Background: an optimization exercise with open tools, aiming at small area and few clock cycles per item. Do not read the settings as production practice.
RTL that was checked went through simulation tests only; none was proved equivalent to the original.
No activity file was given, so power comes from the tool's default toggle rates.

==> sierra: inputs <==
==> flow/design.v (excerpt) <==
module rs_c3_enc (
    input  wire        clk,
    input  wire        rst,
    input  wire        in_valid,
    output wire        in_ready,
    input  wire [15:0] in_data,
    output wire        out_valid,
    input  wire        out_ready,
    output wire [15:0] out_data,
    output wire        out_last
);
clock: 4.0 ns
lec_check: 0
cap_margin: 20
core_margin: 2
core_utilization: 40
place_density: 0.6
slew_margin: 20
run.sh (not shown) runs the stock make flow with config.mk's settings and CLKGATE_MAP_FILE= SYNTH_SCRIPT=/design/flow/synth_recipe.tcl, a recipe that flattens the netlist after the stock synthesis.
==> nickel (differences from sierra) <==
==> flow/flow/run.sh (new file) <==
#!/bin/bash
set -euo pipefail
HERE=$(pwd)
cat > my_synth.tcl <<EOF
proc abc {args} {
  set i [lsearch -exact \$args -script]
  if {\$i >= 0} { set args [lreplace \$args [expr {\$i+1}] [expr {\$i+1}] $HERE/flow/abc.script] }
  yosys abc {*}\$args
}
source $HERE/synth_recipe.tcl
EOF
sed "s#SYNTH_SCRIPT=[^ ]*#SYNTH_SCRIPT=$HERE/my_synth.tcl#" standard.sh > my_standard.sh
bash my_standard.sh > make.log 2>&1
==> flow/flow/abc.script (new file) <==
strash
map -a
==> flow/standard.sh (new file) <==
#!/bin/bash
# synth_recipe.tcl (not shown) runs the flow's synth.tcl, then flattens the netlist and writes it again
# the make line also repeats each setting of config.mk as NAME=value (left out here)
make -C /OpenROAD-flow-scripts/flow DESIGN_CONFIG=/design/flow/config.mk WORK_HOME=/design/flow/orfs CLKGATE_MAP_FILE= SYNTH_SCRIPT=/design/flow/synth_recipe.tcl "${@:-finish}"
--- a/flow/config.mk
+++ b/flow/config.mk
@@ -10,2 +10,3 @@
 export CORE_UTILIZATION = 40
+export GPL_TIMING_DRIVEN = 0
 export PLACE_DENSITY = 0.6
removed: flow/run.sh
==> comparison <==
nickel ran to the end with violations: negative setup slack. sierra went through all stages and came out clean. In flip-flop and latch count, sierra and nickel do not differ. Against sierra, the utilization of nickel is higher by 11 points. In nickel the worst hold slack is lower than in sierra, by 7.3 ps. Of sierra and nickel, nickel has the higher via count (gap about 2.5%, measured against nickel).
No run of this note included a check of the RTL's function; only the layout flow was run.

========
==> run D: inputs <==
rs_c3_enc, a different RTL version from the one above (not shown whole).
clock: 4.0 ns
lec_check: 0
cap_margin: 20
core_margin: 2
core_utilization: 55
place_density: 0.7
setup_slack_margin: 0.15
slew_margin: 20
standard.sh (not shown) runs the stock make flow with config.mk's settings and CLKGATE_MAP_FILE= SYNTH_SCRIPT=/design/flow/synth_recipe.tcl, a recipe that flattens the netlist after the stock synthesis.
==> flow/flow/run.sh <==
#!/bin/bash
# The standard layout (standard.sh) with two changes:
#  - ABC maps the logic with a plain structural mapping (flow/abc.script), so
#    the XOR network written in the RTL is kept as it is;
#  - extra ORFS make variables from flow/extra.sh (placement/CTS options).
# Each tool's output goes to the ORFS logs under orfs/logs; make's own output
# goes to make.log.
set -euo pipefail
HERE=$(pwd)
cat > my_synth.tcl <<EOF
proc abc {args} {
  set i [lsearch -exact \$args -script]
  if {\$i >= 0} { set args [lreplace \$args [expr {\$i+1}] [expr {\$i+1}] $HERE/flow/abc.script] }
  yosys abc {*}\$args
}
source $HERE/synth_recipe.tcl
EOF
{
  cat flow/extra.sh
  sed -e "s#SYNTH_SCRIPT=[^ ]*#SYNTH_SCRIPT=$HERE/my_synth.tcl#" \
      -e 's#"\${@:-finish}"#"${EXTRA[@]}" "${@:-finish}"#' standard.sh
} > my_standard.sh
bash my_standard.sh > make.log 2>&1
==> flow/flow/abc.script <==
strash
map -a
==> flow/flow/extra.sh <==
EXTRA=("BUFFER_PORTS_ARGS=-buffer_cell sky130_fd_sc_hd__buf_1" "CTS_ARGS=-sink_clustering_enable -repair_clock_nets -dont_use_dummy_load -sink_clustering_size 24 -sink_clustering_max_diameter 120")
==> run Y (differences from run D) <==
--- a/flow/design.v
+++ b/flow/design.v
@@ -4,24 +4,22 @@
     input  wire        in_valid,
     output wire        in_ready,
     input  wire [15:0] in_data,
     output wire        out_valid,
     input  wire        out_ready,
     output wire [15:0] out_data,
     output wire        out_last
 );
-    localparam integer K    = 240;
     localparam integer NPAR = 16;
     reg [15:0] q [1:NPAR-1];
     reg [15:0] fbd;
-    reg        emitting;    
+    reg [7:0]  cnt;
     reg        flushing;    
-    reg [7:0]  in_cnt;
-    reg [3:0]  out_cnt;
+    wire       emitting = &cnt[7:4];
     wire [15:0] qn [1:NPAR-1];
     wire [15:0] top;
     wire x0 = fbd[8] ^ fbd[15];
     wire x1 = fbd[9] ^ fbd[14];
     wire x2 = fbd[3] ^ fbd[11];
     wire x3 = fbd[4] ^ fbd[12];
     wire x4 = fbd[0] ^ x1;
     wire x5 = fbd[10] ^ x0;
@@ -925,34 +923,20 @@
     always @(posedge clk) begin
         if (en) begin
             fbd  <= fb;
             for (k = 1; k < NPAR; k = k + 1) q[k] <= qn[k];
         end
     end
     always @(posedge clk) begin
         if (rst) begin
-            emitting <= 1'b1;
+            cnt      <= 8'd240;
             flushing <= 1'b1;
-            in_cnt   <= 8'd0;
-            out_cnt  <= 4'd0;
-        end else if (take) begin
-            if (in_cnt == K - 1) begin
-                in_cnt   <= 8'd0;
-                emitting <= 1'b1;
-            end else begin
-                in_cnt <= in_cnt + 8'd1;
-            end
-        end else if (shift) begin
-            if (out_cnt == NPAR - 1) begin
-                out_cnt  <= 4'd0;
-                emitting <= 1'b0;
-                flushing <= 1'b0;
-            end else begin
-                out_cnt <= out_cnt + 4'd1;
-            end
+        end else if (en) begin
+            cnt <= cnt + 8'd1;
+            if (&cnt) flushing <= 1'b0;
         end
     end
     assign in_ready  = !emitting;
     assign out_valid = emitting && !flushing;
     assign out_data  = top;
-    assign out_last  = out_cnt == NPAR - 1;
+    assign out_last  = &cnt;
 endmodule
--- a/flow/flow/run.sh
+++ b/flow/flow/run.sh
@@ -1,11 +1,11 @@
 #!/bin/bash
 # The standard layout (standard.sh) with two changes:
-#  - ABC maps the logic with a plain structural mapping (flow/abc.script), so
+#  - ABC maps the logic with an area-oriented structural mapping (&nf) (flow/abc.script), so
 #    the XOR network written in the RTL is kept as it is;
 #  - extra ORFS make variables from flow/extra.sh (placement/CTS options).
 # Each tool's output goes to the ORFS logs under orfs/logs; make's own output
 # goes to make.log.
 set -euo pipefail
 HERE=$(pwd)
 cat > my_synth.tcl <<EOF
 proc abc {args} {
==> flow/flow/abc.script (replaced) <==
&get -n
&st
&dch -f
&nf -R 1000
&put
==> flow/flow/extra.sh (replaced) <==
EXTRA=("BUFFER_PORTS_ARGS=-buffer_cell sky130_fd_sc_hd__buf_1" "CTS_ARGS=-sink_clustering_enable -repair_clock_nets -dont_use_dummy_load -sink_clustering_size 20 -sink_clustering_max_diameter 100")
Settings changed: CORE_UTILIZATION 55 to 60, PLACE_DENSITY 0.7 to 0.75, SETUP_SLACK_MARGIN 0.15 to unset.
==> run C (differences from run D) <==
--- a/flow/flow/run.sh
+++ b/flow/flow/run.sh
@@ -1,11 +1,11 @@
 #!/bin/bash
 # The standard layout (standard.sh) with two changes:
-#  - ABC maps the logic with a plain structural mapping (flow/abc.script), so
+#  - ABC maps the logic with an area-oriented structural mapping (&nf) (flow/abc.script), so
 #    the XOR network written in the RTL is kept as it is;
 #  - extra ORFS make variables from flow/extra.sh (placement/CTS options).
 # Each tool's output goes to the ORFS logs under orfs/logs; make's own output
 # goes to make.log.
 set -euo pipefail
 HERE=$(pwd)
 cat > my_synth.tcl <<EOF
 proc abc {args} {
==> flow/flow/abc.script (replaced) <==
&get -n
&st
&dch -f
&nf -R 1000
&put
==> flow/flow/extra.sh (replaced) <==
EXTRA=("BUFFER_PORTS_ARGS=-buffer_cell sky130_fd_sc_hd__buf_1" "CTS_ARGS=-sink_clustering_enable -repair_clock_nets -dont_use_dummy_load -sink_clustering_size 20 -sink_clustering_max_diameter 100")
Settings changed: PLACE_DENSITY 0.7 to 0.8, SETUP_SLACK_MARGIN 0.15 to 0.1.
==> run M (differences from run D) <==
--- a/flow/design.v
+++ b/flow/design.v
@@ -4,24 +4,22 @@
     input  wire        in_valid,
     output wire        in_ready,
     input  wire [15:0] in_data,
     output wire        out_valid,
     input  wire        out_ready,
     output wire [15:0] out_data,
     output wire        out_last
 );
-    localparam integer K    = 240;
     localparam integer NPAR = 16;
     reg [15:0] q [1:NPAR-1];
     reg [15:0] fbd;
-    reg        emitting;    
+    reg [7:0]  cnt;
     reg        flushing;    
-    reg [7:0]  in_cnt;
-    reg [3:0]  out_cnt;
+    wire       emitting = &cnt[7:4];
     wire [15:0] qn [1:NPAR-1];
     wire [15:0] top;
     wire x0 = fbd[8] ^ fbd[15];
     wire x1 = fbd[9] ^ fbd[14];
     wire x2 = fbd[3] ^ fbd[11];
     wire x3 = fbd[4] ^ fbd[12];
     wire x4 = fbd[0] ^ x1;
     wire x5 = fbd[10] ^ x0;
@@ -925,34 +923,20 @@
     always @(posedge clk) begin
         if (en) begin
             fbd  <= fb;
             for (k = 1; k < NPAR; k = k + 1) q[k] <= qn[k];
         end
     end
     always @(posedge clk) begin
         if (rst) begin
-            emitting <= 1'b1;
+            cnt      <= 8'd240;
             flushing <= 1'b1;
-            in_cnt   <= 8'd0;
-            out_cnt  <= 4'd0;
-        end else if (take) begin
-            if (in_cnt == K - 1) begin
-                in_cnt   <= 8'd0;
-                emitting <= 1'b1;
-            end else begin
-                in_cnt <= in_cnt + 8'd1;
-            end
-        end else if (shift) begin
-            if (out_cnt == NPAR - 1) begin
-                out_cnt  <= 4'd0;
-                emitting <= 1'b0;
-                flushing <= 1'b0;
-            end else begin
-                out_cnt <= out_cnt + 4'd1;
-            end
+        end else if (en) begin
+            cnt <= cnt + 8'd1;
+            if (&cnt) flushing <= 1'b0;
         end
     end
     assign in_ready  = !emitting;
     assign out_valid = emitting && !flushing;
     assign out_data  = top;
-    assign out_last  = out_cnt == NPAR - 1;
+    assign out_last  = &cnt;
 endmodule
--- a/flow/flow/run.sh
+++ b/flow/flow/run.sh
@@ -1,11 +1,11 @@
 #!/bin/bash
 # The standard layout (standard.sh) with two changes:
-#  - ABC maps the logic with a plain structural mapping (flow/abc.script), so
+#  - ABC maps the logic with an area-oriented structural mapping (&nf) (flow/abc.script), so
 #    the XOR network written in the RTL is kept as it is;
 #  - extra ORFS make variables from flow/extra.sh (placement/CTS options).
 # Each tool's output goes to the ORFS logs under orfs/logs; make's own output
 # goes to make.log.
 set -euo pipefail
 HERE=$(pwd)
 cat > my_synth.tcl <<EOF
 proc abc {args} {
==> flow/flow/abc.script (replaced) <==
&get -n
&st
&dch -f
&nf -R 1000
&put
Settings changed: CORE_UTILIZATION 55 to 60, PLACE_DENSITY 0.7 to 0.75, SETUP_SLACK_MARGIN 0.15 to unset.
==> summary.txt <==
item	run Y	run D	run C	run M
Run status	timing/DRC/antenna clean	timing/DRC/antenna clean	timing/DRC/antenna clean	timing/DRC/antenna clean
Met2 WL post-DR	19220 um	20600 um	19160 um	19350 um
Sink Count	265	270	270	265
Post-CTS repair timing setup buffer count	0	5	0	0
Vertical die dimension	156.5 um	166.9 um	164.6 um	156.5 um
Setup slack after placement	0.08417 ns	-0.2474 ns	0.1863 ns	0.08417 ns
Well-tap cell count	285	335	330	285
Highest ir drop seen on vdd	0.0003120 V	0.0004794 V	0.0003088 V	0.0003912 V
HPWL reported at the end of detailed placement	31850 um	35660 um	32450 um	31850 um
Avg Vias per Cell	5.701	5.410	5.605	5.698
Global routing usage on met3	0.06619	0.06131	0.05098	0.07782
Clock share of power	0.313	0.312	0.335	0.298
Reg2reg end	q[15][8]	q[1][6]	q[3][10]	q[15][8]
Top-area cell type share of the netlist area	0.5510	0.5266	0.5419	0.5510
Final-layout fill cell count	1684	2025	1959	1709
Synth Area in Adders	0.0008969	0.001714	0.001764	0.0008969
Storage cell area	0.007871 sq mm	0.007968 sq mm	0.007968 sq mm	0.007871 sq mm
Met1 Usage GRT	0.4885	0.4665	0.4492	0.4771
Share of the clock period used by the worst path after layout	0.9625	0.9500	0.9508	0.9570
Sequential cell area fraction in the yosys report	0.5639	0.5458	0.5617	0.5639
Clock buf count	17	15	17	15
Antenna violations before repair	0	0	0	1
Fmax achieved	0.2598 GHz	0.2632 GHz	0.2629 GHz	0.2612 GHz
Final wirelength	41570 um	45930 um	42880 um	41610 um
Testbench counts of run D, summed over its fixed seeds: cycles 49,280, words 192.
Testbench counts of run Y, summed over its fixed seeds: cycles 49,280, words 192.
Testbench counts of run C, summed over its fixed seeds: cycles 49,280, words 192.
Testbench counts of run M, summed over its fixed seeds: cycles 49,280, words 192.

==> re-timing with driven ports <==
Ports are ideal in the flow. The routed layouts listed here were re-timed in OpenROAD. Step 1, drivers: a clkbuf_16 drives clk and a buf_2 each remaining input, both assumed. Step 2 adds t to the input delays and takes it off the output delays; t is the mean of the earliest and latest rising clock arrival at the registers after step 1. Input paths then give back, and output paths get back, about the clock's delay inside the block. a / b / c = no drivers / after step 1 / after step 2; a / b = the first two.
| run | t, ns | setup slack, ns | worst setup path after step 2 | cell pins on the clock port's net |
|---|---|---|---|---|
| sierra | 0.625 | 0.066 / 0.007 / 0.513 | register to register | 1 |
| nickel | 0.615 | -0.366 / -0.366 / -0.366 | register to register | 1 |
| run D | 0.532 | 0.200 / 0.148 / 0.233 | register to register | 1 |
| run Y | 0.548 | 0.150 / 0.102 / 0.174 | register to register | 1 |
| run C | 0.548 | 0.197 / 0.150 / 0.366 | register to register | 1 |
| run M | 0.518 | 0.172 / 0.124 / 0.215 | register to register | 1 |
